Source: an optimization exercise on an open RTL-to-GDS flow (aim: small area, a short achievable clock period and few clock cycles). Production flows keep margins and buffers that such runs may drop. Where RTL was checked, it was by simulation tests only, not by an equivalence proof against the original. Only the layout flow was run in run 2; the RTL was not checked for function there.

==> flow/design.v, too long to show whole: its modules and the start of the top module <==
// module crc_channel: 3789 lines
// module crc_x2: 7 lines
module crc_channel (
    input  wire        clk,
    input  wire        rst,             
    input  wire        cmd_go,
    input  wire [2:0]  cmd_set,
    input  wire        cmd_expect_en,
    input  wire [31:0] cmd_len,
    input  wire [63:0] cmd_exp,
    input  wire        cmd_terminate,
    input  wire        in_valid,
    output wire        in_ready,
    input  wire [63:0] in_data,
    output reg         done,
    output wire [1:0]  state,
    output reg  [7:0]  code,
    output reg         match,
    output reg  [63:0] result
);
  // ...
==> flow/flow/run.sh <==
#!/bin/bash
# The standard layout (standard.sh: standard synthesis, floorplan, placement,
# CTS, routing, finish), with one change: the buffers that buffer_ports puts on
# every input and output port are sky130_fd_sc_hd__buf_1 cells instead of the
# cell buffer_ports picks by itself (clkdlybuf4s50_1, a delay cell).
# make's full output goes to flow_make.log here; each ORFS step also writes its
# own log under orfs/logs/.
set -euo pipefail
bash standard.sh 'BUFFER_PORTS_ARGS=-buffer_cell sky130_fd_sc_hd__buf_1' finish > flow_make.log 2>&1
==> flow/standard.sh <==
#!/bin/bash
# synth_recipe.tcl (not shown) runs the flow's synth.tcl, then flattens the netlist and writes it again
# the make line also repeats each setting of config.mk as NAME=value (left out here)
make -C /OpenROAD-flow-scripts/flow DESIGN_CONFIG=/design/flow/config.mk WORK_HOME=/design/flow/orfs CLKGATE_MAP_FILE= SYNTH_SCRIPT=/design/flow/synth_recipe.tcl "${@:-finish}"
==> flow/config.mk <==
export PLATFORM = sky130hd
export DESIGN_NAME = crc_channel
export DESIGN_NICKNAME = crc_channel
export VERILOG_FILES = /design/flow/design.v
export SDC_FILE = /design/flow/constraint.sdc
export NUM_CORES = 4
export LEC_CHECK = 0
export CAP_MARGIN = 20
export CORE_MARGIN = 2
export CORE_UTILIZATION = 40
export CTS_BUF_LIST = sky130_fd_sc_hd__clkbuf_8
export SLEW_MARGIN = 50
export SYNTH_HIERARCHICAL = 1
==> flow/constraint.sdc <==
create_clock -name core_clock -period 20.0 [get_ports {clk}]
set_input_delay 4.0000 -clock core_clock [delete_from_list [all_inputs] [get_ports {clk}]]
set_output_delay 4.0000 -clock core_clock [all_outputs]
set_load 0.01 [all_outputs]
==> flow_summary.ini, run 1 <==
[layout]
multi_input_area_share_pct = 67.5
clkCellAreaFrac_pct = 2.55
fill_cells = 8104
stdcell_count = 5282
antennaDiodeCount = 5

[outcome]
status = complete, no violations

[sta]
hold_viol_final = 0
setup_viol = 0
grt_setup_unrepaired = no
relSlewSlack_pct = 41.4

[setup_path]
path_delay_family = buffers and inverters
endpoint = rot_q[27]
required_ns = 20.52

[synthesis]
synth.most_common_cell = xor2_1
muxShareOfSynthArea_pct = 3.92
yosysUniqueCellTypes = 66
ys_ff_latch = 323
ys_async_sr_fraction_pct = 0
synth-compound-area-share_pct = 8.74
synth_top_area_share_pct = 48.7

[global_routing]
use_met1_pct = 61.2
grt.busiest_layer = met2
grt_antenna_before_repair = 2

[clocking]
cts_max_path_buffers = 3
clkTransAtPathRegs_ns = 0.06

[placed_design]
dp_hpwl_um = 161000
dp.cells = 5183

[route]
dr.pass1.iters = 6
highest_layer = met5
wl_per_cell_um = 39.1
Testbench counts, summed over its fixed seeds: cycles 18,581.
==> inputs of run 2 (changes only) <==
--- a/flow/design.v
+++ b/flow/design.v
@@ -24,65 +24,62 @@
     reg        st_q;        
     reg        rdy_q;       
     reg        valid_q;     
     reg        pend_q;      
     reg        first_q;     
     reg        nb_q;        
     reg [4:0]  sel_q;       
     reg [2:0]  k_q;         
-    reg [7:0]  mh_q;        
-    reg [6:0]  mt_q;        
-    reg        rj_q;        
-    reg        z_q;         
+    reg [7:0]  kd_q;        
     reg        exp_en_q;
     reg [63:0] xexp_q;      
     reg [31:3] rem_q;       
-    reg [63:0] rot_q;       
+    reg [63:0] head_q;      
+    reg [55:0] tail_q;      
     reg [63:0] crc_q;       
     wire       idle    = !run_q;
     wire       invalid = cmd_set[2] & (cmd_set[1] | cmd_set[0]);
     wire       len0    = (cmd_len == 32'd0);
+    wire       len_le8 = (cmd_len[31:4] == 28'd0) && !(cmd_len[3] && cmd_len[2:0] != 3'd0);
     wire       start   = idle && cmd_go && !invalid && !len0;
     wire       take    = in_valid && rdy_q;
     wire       proc    = run_q && valid_q;
     wire       knz     = (k_q != 3'd0);
     wire       last    = (rem_q[31:4] == 28'd0) && !(rem_q[3] && knz);
     wire       gt16    = (rem_q[31:5] != 27'd0) || (rem_q[4] && (rem_q[3] || knz));
     wire [4:0] sel_in  = (cmd_set == 3'd0) ? 5'b00001 :
                          (cmd_set == 3'd1) ? 5'b00010 :
                          (cmd_set == 3'd2) ? 5'b00100 :
                          (cmd_set == 3'd3) ? 5'b01000 : 5'b10000;
-    wire [2:0]   kin    = run_q ? k_q : cmd_len[2:0];
-    wire [4:0]   sel_fb = idle ? sel_in : (nb_q ? sel_q : 5'b00000);    
-    wire [63:0]  inv_in = {32'h0, {16{sel_fb[0] | sel_fb[1]}}, {8{sel_fb[0] | sel_fb[1] | sel_fb[2]}},
-                           {8{sel_fb[0] | sel_fb[1] | sel_fb[2] | sel_fb[3]}}};
-    wire [63:0]  d_in   = in_data ^ inv_in;
-    wire [127:0] dd     = {d_in, d_in};
-    wire [63:0]  rot_in = dd >> {kin, 3'b000};
-    wire [63:0]  head, tail;
     genvar gj;
-    generate
-        for (gj = 0; gj < 8; gj = gj + 1) begin : g_win
-            assign head[8*gj +: 8] = rot_q[8*gj +: 8] & {8{mh_q[gj]}};
-        end
-        for (gj = 0; gj < 7; gj = gj + 1) begin : g_tail
-            assign tail[8*gj +: 8] = rot_q[8*gj +: 8] & {8{mt_q[gj]}};
-        end
-    endgenerate
-    assign tail[63:56] = 8'h00;
-    wire [63:0]  x = head ^ crc_q;
+    wire [3:0]   inv_b;     
+    assign inv_b[0] = idle ? !cmd_set[2] : (nb_q & !sel_q[4]);
+    assign inv_b[1] = idle ? (!cmd_set[2] & !(cmd_set[1] & cmd_set[0])) : (nb_q & (sel_q[0] | sel_q[1] | sel_q[2]));
+    assign inv_b[2] = idle ? (!cmd_set[2] & !cmd_set[1]) : (nb_q & (sel_q[0] | sel_q[1]));
+    assign inv_b[3] = inv_b[2];
+    wire [63:0]  d_in = in_data ^ {32'h0, {8{inv_b[3]}}, {8{inv_b[2]}}, {8{inv_b[1]}}, {8{inv_b[0]}}};
+    wire [63:0]  head_in, tail_in;
+    crc_lane0 u_lane0 (.d(d_in), .len_lo(cmd_len[2:0]), .run(run_q), .kd_q(kd_q), .head(head_in[7:0]), .tail(tail_in[7:0]));
+    crc_lane1 u_lane1 (.d(d_in), .len_lo(cmd_len[2:0]), .run(run_q), .kd_q(kd_q), .head(head_in[15:8]), .tail(tail_in[15:8]));
+    crc_lane2 u_lane2 (.d(d_in), .len_lo(cmd_len[2:0]), .run(run_q), .kd_q(kd_q), .head(head_in[23:16]), .tail(tail_in[23:16]));
+    crc_lane3 u_lane3 (.d(d_in), .len_lo(cmd_len[2:0]), .run(run_q), .kd_q(kd_q), .head(head_in[31:24]), .tail(tail_in[31:24]));
+    crc_lane4 u_lane4 (.d(d_in), .len_lo(cmd_len[2:0]), .run(run_q), .kd_q(kd_q), .head(head_in[39:32]), .tail(tail_in[39:32]));
+    crc_lane5 u_lane5 (.d(d_in), .len_lo(cmd_len[2:0]), .run(run_q), .kd_q(kd_q), .head(head_in[47:40]), .tail(tail_in[47:40]));
+    crc_lane6 u_lane6 (.d(d_in), .len_lo(cmd_len[2:0]), .run(run_q), .kd_q(kd_q), .head(head_in[55:48]), .tail(tail_in[55:48]));
+    crc_lane7 u_lane7 (.d(d_in), .len_lo(cmd_len[2:0]), .run(run_q), .kd_q(kd_q), .head(head_in[63:56]), .tail(tail_in[63:56]));
+    wire [63:0]  x = head_q ^ crc_q;
     wire [63:0]  ovf = ({64{sel_q[0] & (k_q == 3'd1)}} & 64'h0000000000FFFFFF) |
                        ({64{sel_q[0] & (k_q == 3'd2)}} & 64'h000000000000FFFF) |
                        ({64{sel_q[0] & (k_q == 3'd3)}} & 64'h00000000000000FF) |
                        ({64{sel_q[1] & (k_q == 3'd1)}} & 64'h0000000000FFFFFF) |
                        ({64{sel_q[1] & (k_q == 3'd2)}} & 64'h000000000000FFFF) |
                        ({64{sel_q[1] & (k_q == 3'd3)}} & 64'h00000000000000FF) |
                        ({64{sel_q[2] & (k_q == 3'd1)}} & 64'h00000000000000FF);
-    wire [63:0]  add_new = last ? (first_q ? ovf : 64'h0) : tail;
+    wire [63:0]  add_new = last ? (first_q ? ovf : 64'h0) : {8'h00, tail_q};
     wire c0;
     crc_x2 u_c0 (.a(x[12]), .b(x[13]), .y(c0));
     wire c1;
     crc_x2 u_c1 (.a(x[18]), .b(x[36]), .y(c1));
     wire c2;
     crc_x2 u_c2 (.a(x[14]), .b(x[42]), .y(c2));
     wire c3;
     crc_x2 u_c3 (.a(x[11]), .b(x[32]), .y(c3));
@@ -3691,40 +3688,33 @@
     assign nat[60] = (sel_q[4] & crc_q[4]);
     assign nat[61] = (sel_q[4] & crc_q[5]);
     assign nat[62] = (sel_q[4] & crc_q[6]);
     assign nat[63] = (sel_q[4] & crc_q[7]);
     wire [63:0] xorout  = {32'h0, {24{sel_q[0] | sel_q[1]}}, {8{sel_q[0] | sel_q[1] | sel_q[3]}}};
     wire [63:0] res_new = nat ^ xorout;
     wire        eq      = (nat == xexp_q);
     wire [63:0] xo_in  = {32'h0, {24{sel_in[0] | sel_in[1]}}, {8{sel_in[0] | sel_in[1] | sel_in[3]}}};
-    reg [7:0]   mask_in;
-    always @(*) begin
-        case (cmd_len[2:0])
-            3'd0: mask_in = 8'hFF;
-            3'd1: mask_in = 8'h80;
-            3'd2: mask_in = 8'hC0;
-            3'd3: mask_in = 8'hE0;
-            3'd4: mask_in = 8'hF0;
-            3'd5: mask_in = 8'hF8;
-            3'd6: mask_in = 8'hFC;
-            default: mask_in = 8'hFE;
-        endcase
-    end
+    wire [7:0]  kd_in;
+    generate
+        for (gj = 0; gj < 8; gj = gj + 1) begin : g_kd
+            assign kd_in[gj] = (cmd_len[2:0] == gj);
+        end
+    endgenerate
     integer i;
     assign in_ready = rdy_q;
     assign state    = {1'b0, st_q};
     always @(posedge clk) begin
-        rot_q   <= rot_in;
+        head_q  <= head_in;
+        tail_q  <= tail_in[55:0];
         valid_q <= take;
         if (idle) begin
             sel_q    <= sel_in;
             k_q      <= cmd_len[2:0];
-            mh_q     <= mask_in;
-            mt_q     <= ~mask_in[6:0];
+            kd_q     <= kd_in;
             exp_en_q <= cmd_expect_en;
             xexp_q   <= cmd_exp ^ xo_in;
             rem_q    <= cmd_len[31:3];
         end else if (proc) begin
             rem_q    <= rem_q - 29'd1;
         end
         if (idle)
             crc_q <= 64'h0;
@@ -3734,36 +3724,36 @@
         nb_q    <= (idle | nb_q) & !take;
     end
     always @(posedge clk) begin
         if (rst) begin
             run_q  <= 1'b0;
             st_q   <= 1'b0;
             rdy_q  <= 1'b1;
             pend_q <= 1'b0;
-            rj_q   <= 1'b0;
-            z_q    <= 1'b0;
             done   <= 1'b0;
             code   <= 8'h00;
             match  <= 1'b0;
             result <= 64'h0;
         end else begin
             done <= 1'b0;
             if (idle) begin
-                rdy_q  <= 1'b1;
+                rdy_q  <= !(start && in_valid && len_le8);
                 pend_q <= 1'b0;
-                rj_q   <= cmd_go && invalid;
-                z_q    <= cmd_go && !invalid && len0;
-                if (start) begin
-                    run_q <= 1'b1;
-                    st_q  <= 1'b1;
-                end
-                if (rj_q || z_q) begin
-                    code <= rj_q ? REJECTED_INVALID : DONE_OK;
-                    done <= 1'b1;
+                if (cmd_go) begin
+                    if (invalid) begin
+                        code <= REJECTED_INVALID;
+                        done <= 1'b1;
+                    end else if (len0) begin
+                        code <= DONE_OK;
+                        done <= 1'b1;
+                    end else begin
+                        run_q <= 1'b1;
+                        st_q   <= 1'b1;
+                    end
                 end
             end else if (cmd_terminate) begin
                 code   <= ABORTED_FAULT;
                 done   <= 1'b1;
                 run_q  <= 1'b0;
                 st_q   <= 1'b0;
                 rdy_q  <= 1'b1;
                 pend_q <= 1'b0;
@@ -3782,15 +3772,208 @@
                 pend_q <= 1'b0;
             end else begin
                 pend_q <= proc && last;
                 rdy_q  <= valid_q ? (take ? gt16 : !last) : (take ? !last : 1'b1);
             end
         end
     end
 endmodule
+module crc_lane0 (
+    input  wire [63:0] d,
+    input  wire [2:0]  len_lo,      
+    input  wire        run,
+    input  wire [7:0]  kd_q,        
+    output wire [7:0]  head,
+    output wire [7:0]  tail
+);
+    wire [7:0] kx;
+    genvar k;
+    generate
+        for (k = 0; k < 8; k = k + 1) begin : g_k
+            assign kx[k] = run ? kd_q[k] : (len_lo == k);
+        end
+    endgenerate
+    assign head = ({8{kx[0]}} & d[7:0]);
+    assign tail = ({8{kx[1]}} & d[15:8]) |
+                  ({8{kx[2]}} & d[23:16]) |
+                  ({8{kx[3]}} & d[31:24]) |
+                  ({8{kx[4]}} & d[39:32]) |
+                  ({8{kx[5]}} & d[47:40]) |
+                  ({8{kx[6]}} & d[55:48]) |
+                  ({8{kx[7]}} & d[63:56]);
+endmodule
+module crc_lane1 (
+    input  wire [63:0] d,
+    input  wire [2:0]  len_lo,      
+    input  wire        run,
+    input  wire [7:0]  kd_q,        
+    output wire [7:0]  head,
+    output wire [7:0]  tail
+);
+    wire [7:0] kx;
+    genvar k;
+    generate
+        for (k = 0; k < 8; k = k + 1) begin : g_k
+            assign kx[k] = run ? kd_q[k] : (len_lo == k);
+        end
+    endgenerate
+    assign head = ({8{kx[0]}} & d[15:8]) |
+                  ({8{kx[7]}} & d[7:0]);
+    assign tail = ({8{kx[1]}} & d[23:16]) |
+                  ({8{kx[2]}} & d[31:24]) |
+                  ({8{kx[3]}} & d[39:32]) |
+                  ({8{kx[4]}} & d[47:40]) |
+                  ({8{kx[5]}} & d[55:48]) |
+                  ({8{kx[6]}} & d[63:56]);
+endmodule
+module crc_lane2 (
+    input  wire [63:0] d,
+    input  wire [2:0]  len_lo,      
+    input  wire        run,
+    input  wire [7:0]  kd_q,        
+    output wire [7:0]  head,
+    output wire [7:0]  tail
+);
+    wire [7:0] kx;
+    genvar k;
+    generate
+        for (k = 0; k < 8; k = k + 1) begin : g_k
+            assign kx[k] = run ? kd_q[k] : (len_lo == k);
+        end
+    endgenerate
+    assign head = ({8{kx[0]}} & d[23:16]) |
+                  ({8{kx[6]}} & d[7:0]) |
+                  ({8{kx[7]}} & d[15:8]);
+    assign tail = ({8{kx[1]}} & d[31:24]) |
+                  ({8{kx[2]}} & d[39:32]) |
+                  ({8{kx[3]}} & d[47:40]) |
+                  ({8{kx[4]}} & d[55:48]) |
+                  ({8{kx[5]}} & d[63:56]);
+endmodule
+module crc_lane3 (
+    input  wire [63:0] d,
+    input  wire [2:0]  len_lo,      
+    input  wire        run,
+    input  wire [7:0]  kd_q,        
+    output wire [7:0]  head,
+    output wire [7:0]  tail
+);
+    wire [7:0] kx;
+    genvar k;
+    generate
+        for (k = 0; k < 8; k = k + 1) begin : g_k
+            assign kx[k] = run ? kd_q[k] : (len_lo == k);
+        end
+    endgenerate
+    assign head = ({8{kx[0]}} & d[31:24]) |
+                  ({8{kx[5]}} & d[7:0]) |
+                  ({8{kx[6]}} & d[15:8]) |
+                  ({8{kx[7]}} & d[23:16]);
+    assign tail = ({8{kx[1]}} & d[39:32]) |
+                  ({8{kx[2]}} & d[47:40]) |
+                  ({8{kx[3]}} & d[55:48]) |
+                  ({8{kx[4]}} & d[63:56]);
+endmodule
+module crc_lane4 (
+    input  wire [63:0] d,
+    input  wire [2:0]  len_lo,      
+    input  wire        run,
+    input  wire [7:0]  kd_q,        
+    output wire [7:0]  head,
+    output wire [7:0]  tail
+);
+    wire [7:0] kx;
+    genvar k;
+    generate
+        for (k = 0; k < 8; k = k + 1) begin : g_k
+            assign kx[k] = run ? kd_q[k] : (len_lo == k);
+        end
+    endgenerate
+    assign head = ({8{kx[0]}} & d[39:32]) |
+                  ({8{kx[4]}} & d[7:0]) |
+                  ({8{kx[5]}} & d[15:8]) |
+                  ({8{kx[6]}} & d[23:16]) |
+                  ({8{kx[7]}} & d[31:24]);
+    assign tail = ({8{kx[1]}} & d[47:40]) |
+                  ({8{kx[2]}} & d[55:48]) |
+                  ({8{kx[3]}} & d[63:56]);
+endmodule
+module crc_lane5 (
+    input  wire [63:0] d,
+    input  wire [2:0]  len_lo,      
+    input  wire        run,
+    input  wire [7:0]  kd_q,        
+    output wire [7:0]  head,
+    output wire [7:0]  tail
+);
+    wire [7:0] kx;
+    genvar k;
+    generate
+        for (k = 0; k < 8; k = k + 1) begin : g_k
+            assign kx[k] = run ? kd_q[k] : (len_lo == k);
+        end
+    endgenerate
+    assign head = ({8{kx[0]}} & d[47:40]) |
+                  ({8{kx[3]}} & d[7:0]) |
+                  ({8{kx[4]}} & d[15:8]) |
+                  ({8{kx[5]}} & d[23:16]) |
+                  ({8{kx[6]}} & d[31:24]) |
+                  ({8{kx[7]}} & d[39:32]);
+    assign tail = ({8{kx[1]}} & d[55:48]) |
+                  ({8{kx[2]}} & d[63:56]);
+endmodule
+module crc_lane6 (
+    input  wire [63:0] d,
+    input  wire [2:0]  len_lo,      
+    input  wire        run,
+    input  wire [7:0]  kd_q,        
+    output wire [7:0]  head,
+    output wire [7:0]  tail
+);
+    wire [7:0] kx;
+    genvar k;
+    generate
+        for (k = 0; k < 8; k = k + 1) begin : g_k
+            assign kx[k] = run ? kd_q[k] : (len_lo == k);
+        end
+    endgenerate
+    assign head = ({8{kx[0]}} & d[55:48]) |
+                  ({8{kx[2]}} & d[7:0]) |
+                  ({8{kx[3]}} & d[15:8]) |
+                  ({8{kx[4]}} & d[23:16]) |
+                  ({8{kx[5]}} & d[31:24]) |
+                  ({8{kx[6]}} & d[39:32]) |
+                  ({8{kx[7]}} & d[47:40]);
+    assign tail = ({8{kx[1]}} & d[63:56]);
+endmodule
+module crc_lane7 (
+    input  wire [63:0] d,
+    input  wire [2:0]  len_lo,      
+    input  wire        run,
+    input  wire [7:0]  kd_q,        
+    output wire [7:0]  head,
+    output wire [7:0]  tail
+);
+    wire [7:0] kx;
+    genvar k;
+    generate
+        for (k = 0; k < 8; k = k + 1) begin : g_k
+            assign kx[k] = run ? kd_q[k] : (len_lo == k);
+        end
+    endgenerate
+    assign head = ({8{kx[0]}} & d[63:56]) |
+                  ({8{kx[1]}} & d[7:0]) |
+                  ({8{kx[2]}} & d[15:8]) |
+                  ({8{kx[3]}} & d[23:16]) |
+                  ({8{kx[4]}} & d[31:24]) |
+                  ({8{kx[5]}} & d[39:32]) |
+                  ({8{kx[6]}} & d[47:40]) |
+                  ({8{kx[7]}} & d[55:48]);
+    assign tail = 8'h00;
+endmodule
 module crc_x2 (
     input  wire a,
     input  wire b,
     output wire y
 );
     assign y = a ^ b;
 endmodule
==> flow/flow/run.sh (replaced) <==
#!/bin/bash
# The standard layout (standard.sh: standard synthesis, floorplan, placement,
# CTS, routing, finish), with one change: the buffers that buffer_ports puts on
# every input and output port are sky130_fd_sc_hd__buf_2 cells instead of the
# cell buffer_ports picks by itself (clkdlybuf4s50_1, a delay cell).
# make's full output goes to flow_make.log here; each ORFS step also writes its
# own log under orfs/logs/.
set -euo pipefail
bash standard.sh 'BUFFER_PORTS_ARGS=-buffer_cell sky130_fd_sc_hd__buf_2' finish > flow_make.log 2>&1
==> flow/config.mk (replaced) <==
export PLATFORM = sky130hd
export DESIGN_NAME = crc_channel
export DESIGN_NICKNAME = crc_channel
export VERILOG_FILES = /design/flow/design.v
export SDC_FILE = /design/flow/constraint.sdc
export NUM_CORES = 4
export LEC_CHECK = 0
export CAP_MARGIN = 20
export CORE_MARGIN = 2
export CORE_UTILIZATION = 40
export SLEW_MARGIN = 20
export SYNTH_HIERARCHICAL = 1
==> flow_summary.ini, run 2 <==
[setup_path]
r2r_cells = 14
critPathKind = in -> reg
startpoint_type = input pin
path_max_fanout = 53
reg2reg_slack_ns = 13.62
arrival_ns = 7.03
required_ns = 20.44
cp-end-kind = register

[clocking]
cts_sinks = 371
htreeDepth = 2
root_buffer = clkbuf_16
post-cts-setup-buffer-count = 0
cts_max_path_buffers = 3
insertion_delay_ns = 0.62
clkTransAtPathRegs_ns = 0.06
hold_buffers = 0
cts-resized-gates = 0
cts_buffers = 43
cts_tree = yes

[flow_run]
maxCapViolCount = 0

[sta]
final.min_clock_period_ns = 6.59
grt_setup_unrepaired = no
worstMarginPinSlew_ns = 1.34
layout_setup_ws_ns = 13.41
post-route-period-util_pct = 33.0
relSlewSlack_pct = 10.8
finalSetupTns_ns = 0
fin_worst_skew_ns = 0.0448
hold_viol_final = 0
max_clock_freq_ghz = 0.152
drv_slew = 0
setup_viol = 0

[synthesis]
syn-cell-area_sq_um = 36200
yosys_warnings = 7
avgSynthCellArea_sq_um = 8.80
netlist_instances = 4112

[floorplan]
start_util_pct = 40.2
io-pin-count = 246
die_area_sq_um = 92800
fp.dieW_um = 305
core_region_area_sq_um = 89900
num_rows = 110
die_y_um = 305

[placed_design]
place_congestion = 1.12
port_buffers = 240
dp_slack_ns = 13.02
dp_hpwl_um = 184000

[route]
ant_nets = 0
dr.pass1.iters = 11
vias = 36900
drt_iter0_markers = 6337
wirelength_um = 242000
drc = 0
wl_per_cell_um = 42.7
vias_per_cell = 6.51

[global_routing]
grtUsageMet2_pct = 73.4
grt-ovfl-total = 0
grt_first_pass_wirelength_um = 315000
grt_use_met3_pct = 16.9
first_global_vias = 34100
grt_antenna_before_repair = 8
grt_max_degree = 113
use_met1_pct = 59.1
gr-usage-all-layers_pct = 50.4
grt.busiest_layer = met2

[min_path]
min_path_cells = 2
min_path_type = reg -> reg

[layout]
layout_common_cells = xor2_1 (1794), dfxtp_1 (259), buf_2 (241)
fill_cells = 8867
final_common_cell = xor2_1
area_growth_pct = 16.2
drive_above_1_share_pct = 15.6
seq_area_sq_um = 8540
multi_input_area_sq_um = 27400
nNetsFinal = 4626

[outcome]
status = complete, no violations
==> run 2: critical path, cell delays in order <==
cell and delay (ns):
buf_2 0.09, buf_4 0.29, nor3_1 0.62, nand2_1 0.12
o41ai_1 0.97, a21oi_1 0.33, a2111oi_0 0.48, a221oi_1 0.13
==> run 2: worst paths after layout <==
kind / from / to
setup / recovery: cmd_len[0] / code[4]
hold / removal: result[59] / result[59]
setup reg to reg: crc_q[26] / crc_q[7]
hold reg to reg: result[59] / result[59]
==> run 2: final cells by class <==
cell class                 count  area share [%]
sequential                   371            20.3
inverter                      55           0.497
tap                         1176            3.50
clock inverter                20           0.438
antenna                       10          0.0595
clock buffer                  56            2.82
timing repair buffer         479            7.23
multi-input combinational   3506            65.1
==> run 2: metal layers <==
layer	part of all wire, %	vias up
met1	36	17900
met2	41	3098
li1	-	14900
met4	11	6
met5	0.016	-
met3	12	949
==> run 2: through the flow <==
step | hold WS (ns) | util [%] | std cells | cell area [sq um]
CTS | 0.449 | 46.6 | 5658 | 41900
global route | 0.470 | 46.7 | 5663 | 42000
floorplan | 0.434 | - | 4116 | 36200
detailed placement | 0.442 | 45.1 | 5582 | 40500
global placement | 0.438 | 44.9 | 5580 | 40400
finish | 0.446 | 46.8 | 5673 | 42000

## what the ideal ports hide
The results above use ideal ports. As a check the final layouts listed here were re-extracted and re-timed, cells and wires unchanged. Step 1 sets driving cells, clkbuf_16 on the clock port and buf_2 on the other inputs (assumed; they add their load-dependent delay and slew). Step 2 moves the port delays by t, midway between the first and last clock arrival at a register: inputs arrive t later, outputs are due t later. That takes back most of the time a late clock gives input paths. Slacks: ideal ports / drivers / drivers and shift; pairs: ideal ports / drivers.
run | t (ns) | setup slack, ns | clock arrival spread, ns | worst slew at a driven data input, ns | cell pins on the clock port's net
run 1 | 0.670 | 14.318 / 14.332 / 13.662 | 0.034 / 0.034 | 0.09 | 1
run 2 | 0.673 | 13.410 / 13.463 / 12.790 | 0.045 / 0.045 | 0.08 | 1
After both steps setup and hold are still met in every run listed. For run 1, which loses most, drivers alone change the setup slack by +0.014 ns; drivers and shift together by -0.656 ns.
